Source: an optimization exercise on an open RTL-to-GDS flow (aim: small area and a short achievable clock period). Production flows keep margins and buffers that such runs may drop.
Only the layout flow was run in this run; the RTL was not checked for function there.
Power is estimated from default activity; no workload was simulated.

==> design.v <==
module zasyn_rx (
    input  wire        clk,
    input  wire        rst,           
    input  wire [1:0]  pol_mode,      
    input  wire        in_valid,
    input  wire [1:0]  in_hdr,        
    input  wire [63:0] in_data,       
    output reg         o_valid,
    output reg  [1:0]  o_kind,        
    output reg  [63:0] o_data,
    output wire [9:0]  o_row,
    output wire [6:0]  o_blk,
    output reg         o_hdr_err,
    output reg         o_bip_valid,
    output reg  [4:0]  o_bip_errs,
    output reg         frame_lock,
    output reg         lom,
    output reg         pol_inv,
    output reg  [6:0]  exp_mfi,
    output reg  [6:0]  exp_sfi,
    output wire [2:0]  cand_cnt,
    output reg  [15:0] cnt_missing,
    output reg  [15:0] cnt_moves,
    output reg  [15:0] cnt_ignored,
    output reg  [15:0] cnt_disagree,
    output reg  [15:0] cnt_hdr_err,
    output wire [15:0] cnt_bip
);
    localparam [16:0] BLOCKS_PER_FRAME = 17'd97000;
    localparam [1:0]  HDR_DATA = 2'b01;
    localparam [1:0]  HDR_CTRL = 2'b10;
    localparam [7:0]  TYPE_OH  = 8'h96;
    localparam [13:0] SM_BROKEN = {7'd127, 7'd0};    
    function [7:0] crc_fab;
        input [23:0] x;
        reg   [47:0] b;
        reg   [7:0]  c;
        integer      k, j;
        begin
            b = {x, 8'h3C, 8'hA6, 8'h5B};
            c = 8'hFF;
            for (k = 0; k < 6; k = k + 1) begin
                c = c ^ b[8*k +: 8];
                for (j = 0; j < 8; j = j + 1)
                    c = {c[6:0], 1'b0} ^ ({8{c[7]}} & 8'h2F);
            end
            crc_fab = c;
        end
    endfunction
    function [13:0] mf_next;
        input [13:0] sm;    
        begin
            if (sm[6:0] == 7'd127)
                mf_next = {(sm[13:7] == 7'd124) ? 7'd0 : sm[13:7] + 7'd1, 7'd0};
            else
                mf_next = {sm[13:7], sm[6:0] + 7'd1};
        end
    endfunction
    reg  [57:0] q;
    wire [63:0] dsc;
    genvar gi;
    generate
        for (gi = 0; gi < 64; gi = gi + 1) begin : g_dsc
            if (gi < 39)
                assign dsc[gi] = in_data[gi] ^ q[gi];
            else if (gi < 58)
                assign dsc[gi] = in_data[gi] ^ in_data[gi-39] ^ q[gi];
            else
                assign dsc[gi] = in_data[gi] ^ in_data[gi-39] ^ in_data[gi-58];
        end
    endgenerate
    wire [57:0] q_nx;
    generate
        for (gi = 0; gi < 58; gi = gi + 1) begin : g_q
            if (gi < 39)
                assign q_nx[gi] = in_data[6+gi] ^ in_data[25+gi];
            else
                assign q_nx[gi] = in_data[6+gi];
        end
    endgenerate
    localparam [7:0] CRC0 = crc_fab(24'h000000);
    localparam [7:0] CRC1 = crc_fab(24'hFFFFFF);
    wire [7:0] syn = crc_fab(dsc[55:32]) ^ dsc[63:56];
    localparam [7:0] CRC_INV = CRC0 ^ CRC1 ^ 8'hFF;
    wire [7:0] tn = dsc[55:48];
    wire [7:0] ti = ~dsc[55:48];
    wire tag_ok_n = (tn[5:4] == 2'b00) ? (tn[7:6] == 2'd0) :
                    (tn[5:4] == 2'b01) ? !tn[7] : !tn[4];
    wire tag_ok_i = (ti[5:4] == 2'b00) ? (ti[7:6] == 2'd0) :
                    (ti[5:4] == 2'b01) ? !ti[7] : !ti[4];
    wire fab_n = (in_hdr == HDR_CTRL) &&
                 (dsc[31:0] == 32'h3CA65BC3) && !dsc[39] &&
                 (dsc[47:40] <= 8'd124) && tag_ok_n && (syn == 8'h00);
    wire fab_i = (in_hdr == HDR_DATA) &&
                 (dsc[31:0] == ~32'h3CA65BC3) && dsc[39] &&
                 (~dsc[47:40] <= 8'd124) && tag_ok_i && (syn == CRC_INV);
    wire [13:0] sm_n = {dsc[46:40], dsc[38:32]};
    wire [13:0] sm_i = ~sm_n;
    reg [16:0] bc;                     
    reg [3:0]        c_v;
    reg [3:0][16:0]  c_pos;
    reg [3:0]        c_form;           
    reg [3:0]        c_f;              
    reg [3:0][13:0]  c_last;           
    reg [9:0]  row;                    
    reg [6:0]  blk;
    reg [1:0]  miss_run;
    reg [1:0]  dis_run;
    reg        prev_ok;
    reg [13:0] prev_sm;
    reg [15:0] bip_acc;
    reg [15:0] bip_prev;
    reg        bip_prev_ok;
    reg [15:0] bip_cnt;
    assign o_row = row;
    assign o_blk = blk;
    assign cand_cnt = {2'b00, c_v[0]} + {2'b00, c_v[1]} +
                      {2'b00, c_v[2]} + {2'b00, c_v[3]};
    wire auto_pol = pol_mode[1] == pol_mode[0];
    wire allow_n  = (pol_mode == 2'd1) || (auto_pol && (!frame_lock || !pol_inv));
    wire allow_i  = (pol_mode == 2'd2) || (auto_pol && (!frame_lock ||  pol_inv));
    wire start_n  = fab_n && allow_n;
    wire start_i  = fab_i && allow_i;
    wire       blk_wrap = (blk == 7'd96);
    wire       row_wrap = (row == 10'd999);
    wire [6:0] nblk     = blk_wrap ? 7'd0 : blk + 7'd1;
    wire [9:0] nrow     = blk_wrap ? (row_wrap ? 10'd0 : row + 10'd1) : row;
    wire       at_lock  = frame_lock && row_wrap && blk_wrap;
    wire       at_oh    = frame_lock && blk_wrap && !row_wrap;
    wire       at_bip   = frame_lock && blk_wrap && (row == 10'd0);
    wire        lk_fab  = pol_inv ? fab_i : fab_n;
    wire [63:0] lk_data = pol_inv ? ~dsc : dsc;
    wire [1:0]  lk_hdr  = pol_inv ? ~in_hdr : in_hdr;
    reg        hit_any;
    reg [1:0]  hit_idx;
    reg        free_any;
    reg [1:0]  free_idx;
    integer    i;
    always @* begin
        hit_any  = 1'b0;
        hit_idx  = 2'd0;
        free_any = 1'b0;
        free_idx = 2'd0;
        for (i = 3; i >= 0; i = i - 1) begin
            if (c_v[i] && c_pos[i] == bc) begin
                hit_any = 1'b1;
                hit_idx = i[1:0];
            end
            if (!c_v[i]) begin
                free_any = 1'b1;
                free_idx = i[1:0];
            end
        end
    end
    wire        h_form = c_form[hit_idx];
    wire        h_f    = c_f[hit_idx];
    wire [13:0] h_nx   = mf_next(c_last[hit_idx]);
    wire        h_ok   = h_form ? fab_i : fab_n;
    wire [13:0] h_sm   = h_form ? sm_i : sm_n;
    wire        h_cons = (h_sm == h_nx);
    wire        h_take = hit_any && h_ok && h_f;        
    wire        h_lock = h_take && !frame_lock;
    wire        h_move = h_take &&  frame_lock;
    wire        start  = (start_n || start_i) && !hit_any && !at_lock;
    wire [13:0] exp_next = mf_next({exp_sfi, exp_mfi});
    wire        agree    = (sm_n ^ {14{pol_inv}}) == exp_next;
    wire        lom_clr  = prev_ok && ((sm_n ^ {14{pol_inv}}) == mf_next(prev_sm));
    wire        lof      = at_lock && !lk_fab && (miss_run == 2'd3);
    wire [15:0] blk_bip = {lk_data[7:0],   lk_data[15:8]}  ^
                          {lk_data[23:16], lk_data[31:24]} ^
                          {lk_data[39:32], lk_data[47:40]} ^
                          {lk_data[55:48], lk_data[63:56]};
    wire [15:0] bip_diff = bip_prev ^ {lk_data[15:8], lk_data[23:16]};
    reg  [4:0]  bip_pop;
    integer     p;
    always @* begin
        bip_pop = 5'd0;
        for (p = 0; p < 16; p = p + 1)
            bip_pop = bip_pop + {4'd0, bip_diff[p]};
    end
    wire oh_good = (lk_hdr == HDR_CTRL) && (lk_data[7:0] == TYPE_OH);
    assign cnt_bip = bip_cnt + {11'd0, o_bip_errs & {5{o_bip_valid}}};
    always @(posedge clk) begin
        q         <= rst ? 58'd0 : (in_valid ? q_nx : q);
        o_data    <= dsc ^ {64{frame_lock ? pol_inv : h_form}};
        o_hdr_err <= (lk_hdr != HDR_DATA);
        o_bip_errs <= bip_pop;
    end
    always @(posedge clk) begin
        if (rst) begin
            bc           <= 17'd0;
            c_v          <= 4'd0;
            frame_lock   <= 1'b0;
            lom          <= 1'b0;
            o_valid      <= 1'b0;
            o_kind       <= 2'd0;
            o_bip_valid  <= 1'b0;
            bip_cnt      <= 16'd0;
            cnt_missing  <= 16'd0;
            cnt_moves    <= 16'd0;
            cnt_ignored  <= 16'd0;
            cnt_disagree <= 16'd0;
            cnt_hdr_err  <= 16'd0;
        end else begin
            o_valid     <= in_valid;
            o_bip_valid <= 1'b0;
            bip_cnt     <= cnt_bip;
            if (in_valid) begin
                bc  <= (bc == BLOCKS_PER_FRAME - 17'd1) ? 17'd0 : bc + 17'd1;
                if (hit_any) begin
                    if (!h_ok) begin
                        c_v[hit_idx] <= 1'b0;
                    end else begin
                        c_f[hit_idx]    <= !frame_lock;
                        c_last[hit_idx] <= h_cons ? h_sm : SM_BROKEN;
                    end
                end
                if (start) begin
                    if (free_any) begin
                        c_v[free_idx]    <= 1'b1;
                        c_pos[free_idx]  <= bc;
                        c_form[free_idx] <= start_i;
                        c_f[free_idx]    <= 1'b0;
                        c_last[free_idx] <= start_i ? sm_i : sm_n;
                    end else begin
                        cnt_ignored <= cnt_ignored + 16'd1;
                    end
                end
                if (h_take) begin
                    frame_lock <= 1'b1;
                    pol_inv    <= h_form;
                    row        <= 10'd0;
                    blk        <= 7'd0;
                    miss_run   <= 2'd0;
                    dis_run    <= 2'd0;
                    prev_ok    <= 1'b1;
                    prev_sm    <= h_sm;
                    {exp_sfi, exp_mfi} <= h_sm;
                    bip_acc     <= 16'd0;
                    bip_prev_ok <= 1'b0;
                    if (h_lock) begin
                        lom <= !h_cons;
                        c_v <= 4'd0;
                    end else begin
                        cnt_moves <= cnt_moves + 16'd1;
                        c_v[hit_idx] <= 1'b0;
                        c_f <= 4'd0;
                    end
                end else if (frame_lock) begin
                    row <= nrow;
                    blk <= nblk;
                    if (at_lock) begin
                        {exp_sfi, exp_mfi} <= exp_next;
                        bip_prev    <= bip_acc;
                        bip_prev_ok <= 1'b1;
                        bip_acc     <= 16'd0;
                        if (!lk_fab) begin
                            cnt_missing <= cnt_missing + 16'd1;
                            miss_run    <= miss_run + 2'd1;
                            prev_ok     <= 1'b0;
                            c_f         <= 4'b1111;
                            if (lof) begin
                                frame_lock <= 1'b0;
                                lom        <= 1'b0;
                                c_v        <= 4'd0;
                            end
                        end else begin
                            miss_run <= 2'd0;
                            prev_ok  <= 1'b1;
                            prev_sm  <= sm_n ^ {14{pol_inv}};
                            if (!agree)
                                cnt_disagree <= cnt_disagree + 16'd1;
                            if (!lom) begin
                                if (agree) begin
                                    dis_run <= 2'd0;
                                end else if (dis_run == 2'd2) begin
                                    lom     <= 1'b1;
                                    dis_run <= 2'd0;
                                end else begin
                                    dis_run <= dis_run + 2'd1;
                                end
                            end else if (lom_clr) begin
                                lom     <= 1'b0;
                                dis_run <= 2'd0;
                                {exp_sfi, exp_mfi} <= sm_n ^ {14{pol_inv}};
                            end
                        end
                    end else if (!blk_wrap) begin
                        bip_acc <= bip_acc ^ blk_bip;
                        if (lk_hdr != HDR_DATA)
                            cnt_hdr_err <= cnt_hdr_err + 16'd1;
                    end else if (at_bip && oh_good && bip_prev_ok) begin
                        o_bip_valid <= 1'b1;
                    end
                end
                if (h_take)
                    o_kind <= 2'd2;
                else if (frame_lock && !lof) begin
                    if (!blk_wrap)
                        o_kind <= 2'd1;
                    else if (row_wrap)
                        o_kind <= lk_fab ? 2'd2 : 2'd3;
                    else
                        o_kind <= oh_good ? 2'd2 : 2'd3;
                end else
                    o_kind <= 2'd0;
            end
        end
    end
endmodule
==> run.sh <==
#!/bin/bash
# synth_recipe.tcl (not shown) runs the flow's synth.tcl, then flattens the netlist and writes it again
# the make line also repeats each setting of config.mk as NAME=value (left out here)
make -C /OpenROAD-flow-scripts/flow DESIGN_CONFIG=/design/flow/config.mk WORK_HOME=/design/flow/orfs CLKGATE_MAP_FILE= SYNTH_SCRIPT=/design/flow/synth_recipe.tcl finish
==> config.mk <==
export PLATFORM = sky130hd
export DESIGN_NAME = zasyn_rx
export DESIGN_NICKNAME = zasyn_rx
export VERILOG_FILES = /design/flow/design.v
export SDC_FILE = /design/flow/constraint.sdc
export NUM_CORES = 4
export LEC_CHECK = 0
export CAP_MARGIN = 20
export CORE_MARGIN = 2
export CORE_UTILIZATION = 40
export PLACE_DENSITY = 0.6
export SLEW_MARGIN = 20
==> constraint.sdc <==
create_clock -name core_clock -period 10.0 [get_ports {clk}]
set_input_delay 2.0000 -clock core_clock [delete_from_list [all_inputs] [get_ports {clk}]]
set_output_delay 2.0000 -clock core_clock [all_outputs]
set_load 0.01 [all_outputs]
==> summary.txt <==
- Status: no timing/DRC/antenna violations
- Final WS setup: 1773 ps
- Critical Path AT: 8590 ps
- Root buf cell: clkbuf_16
- Pre-CTS WS: 1184 ps
- WP data required: 10360 ps
- Total gr overflow: 0
- Slew margin rel.: 21.75%
- Worst Tran Pin Value: 1159 ps
- Reg2Reg Launch Point: bc[2]
- Initial DRC count: 2708
- Routed WL per cell: 23.00 um
- Max Freq: 0.1215 GHz
- Post-Syn Area: 0.02888 sq mm
- Simple-gate share of the synthesized area: 16.90%
- Worst vdd ir: 0.0002351 V
- Setup repair bufs after CTS: 0
- PwrDens: 180.3 mW/mm^2
- H-tree depth: 2
- Num CTS Buffers: 55
- Max Slew Vio Count: 0
- Pleak: 0.01250 uW
- Cell row count: 98
- WHS: 471.2 ps
- HPWL after DPL: 73640 um
- Global-route usage over all layers: 26.09%
- Beginning of the critical path: in_data[33]
- TNS Setup: 0 ps
- Crit-path max FO: 16
- Synth unique cells: 85
- Final nets: 3455
- Startpoint Class: input port
- Hold-fix buffers, CTS: 0
- CTS tree: yes
- Post-Synthesis Cells: 3092
- Mux contribution to synthesized area: 2.054%
- Main combinational cell family by area after synthesis: XOR/XNOR gates
- CTS sink cnt: 467
- Min Tclk post-route: 8227 ps
- Worst min path class: reg -> reg
- Adder-cell share of the synthesized area: 2.825%
- Die ar.: 0.07437 sq mm
- Async set-or-reset flop fraction in the synthesized netlist: 0%
- Final hold violation count: 0
- Syn Nets: 3221
- Final period util: 82.27%
- Vias post-DR: 24.20k
- Vias in the first global route: 23.07k
- Post-Synth XOR/XNOR Area: 21.40%
- FILL cells: 6695
- Synth Area in Compound Gates: 13.07%
- Die H: 272.7 um
- Average cell area after synthesis: 9.340 sq um
- Most common cell after layout, fill and taps aside: xnor2_1
- Max-Cap Viols: 0
- Critical path class: in -> reg
- EDFF count, synth: 216
- Post_cts resized: 0
- TritonRoute pass-1 iters: 6
- Prevailing post-synth register cell: dfxtp_1
- Area grow syn2layout: 19.89%
- Port Buffers: 277
- Highest-count cells in the layout ignoring fill and taps: 392 x xnor2_1, 293 x nor2_1, 275 x clkdlybuf4s50_1
- Routed WL: 99430 um
- DR DRC count: 0
- Initial Utilization: 40.40%
- Pin count of the biggest net entering global routing: 99
- Die width: 272.7 um
- Layout cells sized above 1: 6.050%
- Ys Warns: 1
- Vias per inst: 5.596
- DP Cell Count: 4219
- Final Instance Count excl. Fillers: 4324
- Final setup violation count: 0
- Initial antenna violation count: 2
- Clk buf depth: 3
- Worst Skew: 29.36 ps
- Io pins: 278
- Core area: 0.07149 sq mm
- Clk latency of the worst-skew pair: 630 ps
- First-pass GRT wire length: 148200 um
- Synth Register Bits: 467
- Hold Startpoint: bip_acc[1]
- RSZ-0062 raised after global routing: no
- Routed Antenna Nets: 0
- Register area share after synthesis: 39.86%
- Final GP Congestion: 0.9877
- Clk pin slew, worst setup/hold paths: 60 ps
- Crit path capture type: flop
-- area by class of cell --
type	count	area (sq um)	area share, %
clock buffer	76	1600	4.622
timing repair buffer	339	3237	9.348
inverter	134	503.0	1.453
antenna	2	5.005	0.01445
tap	950	1189	3.433
sequential	467	11510	33.25
clock inverter	27	251.5	0.7263
multi-input combinational	2329	16330	47.16
-- power by group --
part | internal (uW) | switching (uW) | total, uW
combinational | 1000 | 1050 | 2050
clock | 1200 | 865 | 2070
sequential | 2080 | 46.3 | 2130
-- registers in the layout, summed over array words and instances (netlist names), 10 cells and up --
| register | count |
|---|---|
| bip_acc | 16 |
| c_pos | 68 |
| prev_sm | 14 |
| cnt_ignored | 16 |
| cnt_disagree | 16 |
| bip_cnt | 16 |
| row | 10 |
| bc | 17 |
| cnt_missing | 16 |
| cnt_moves | 16 |
| bip_prev | 16 |
| q | 58 |
| cnt_hdr_err | 16 |
| o_data | 64 |
| c_last | 56 |
-- stage by stage --
step                area, sq um  total power, uW  utilization [%]
CTS                       34610             6263            48.41
global placement          32760             4174            45.82
global route              34620             6507            48.44
floorplan                 28890             3669                -
detailed placement        32760             4190            45.82
finish                    34620             6243            48.44
-- cell families (layout without fill, tap and decap cells) --
group	after synthesis	in the layout
simple gates	997	997
compound gates	580	580
flops	467	467
buf+inv	296	576
fa+ha+maj	58	58
xor+xnor	635	635
other cells	0	2
mux	59	59
-- critical path, cell delays in order --
cell             delay (ps)
clkdlybuf4s50_1         560
xnor2_2                 610
xnor3_1                 590
xnor3_1                 500
xor3_1                  490
xnor2_1                 340
xnor3_1                 440
or4_1                   590
nor3_1                  200
o21ai_0                 160
nor2_2                  430
inv_1                   420
and2_1                  330
a22oi_2                 570
mux2i_1                 170
a21o_1                  190
-- path summary, 6_finish.rpt --
kind,to,slack (ps),depth (start not counted)
setup reg to reg,c_last[3],2620,17
hold / removal,bip_prev[1],470,0
hold reg to reg,bip_prev[1],470,0
setup / recovery,exp_sfi[6],1770,16
-- Yosys cell counts (all sizes together) (13+ instances only) --
cell / n / area share [%]
a22oi: 43 / 1.1
nor3: 77 / 1.4
buf: 24 / 0.36
a21o: 14 / 0.36
xnor3: 34 / 2.7
nor2b: 23 / 0.50
o21ai: 178 / 3.1
xor2: 196 / 6.0
or3: 35 / 0.76
inv: 129 / 1.7
edfxtp: 216 / 22
nand4: 58 / 1.3
a211oi: 55 / 1.5
a21oi: 116 / 2.0
nand3: 76 / 1.3
xnor2: 398 / 12
or2: 13 / 0.28
a22o: 22 / 0.67
o22ai: 16 / 0.35
nand2b: 20 / 0.43
nand2: 219 / 2.9
o211ai: 15 / 0.39
mux2i: 57 / 2.0
nor4: 37 / 0.82
ha: 46 / 2.0
or4: 16 / 0.42
clkbuf: 138 / 1.8
dfxtp: 251 / 17
and2: 35 / 0.76
nor2: 296 / 3.9
and3: 55 / 1.2
-- routing by layer --
metal  vias to the layer above  GRT usage [%]  routed length [um]
met5                         -              0                   0
met4                         0          8.704                3344
met3                       177          4.341                7379
met2                      1022          43.49               47480
met1                     11640          34.32               41230
li1                      11360              -                   -

-- separate check: timing with driven ports --
Ports are ideal in the flow. The routed layout listed here was re-timed in OpenROAD.
Step 1, drivers: a clkbuf_16 drives clk and a buf_2 each remaining input, both assumed.
Step 2, shift: input delay + t, output delay - t, t = (earliest + latest rising clock arrival at the registers) / 2. This alone moves slack from input paths to output paths.
a / b / c = ideal ports / drivers / drivers and shift; a / b = the first two.
shift t [ns]: 0.678
setup WS [ns]: 1.773 / 1.777 / 1.098
worst hold slack (ns): 0.471 / 0.471 / 0.471
worst setup path at the end: input to register
After both steps setup and hold are still met in this run. The setup slack of this run moves by +0.004 ns with the drivers and by -0.675 ns with both steps.
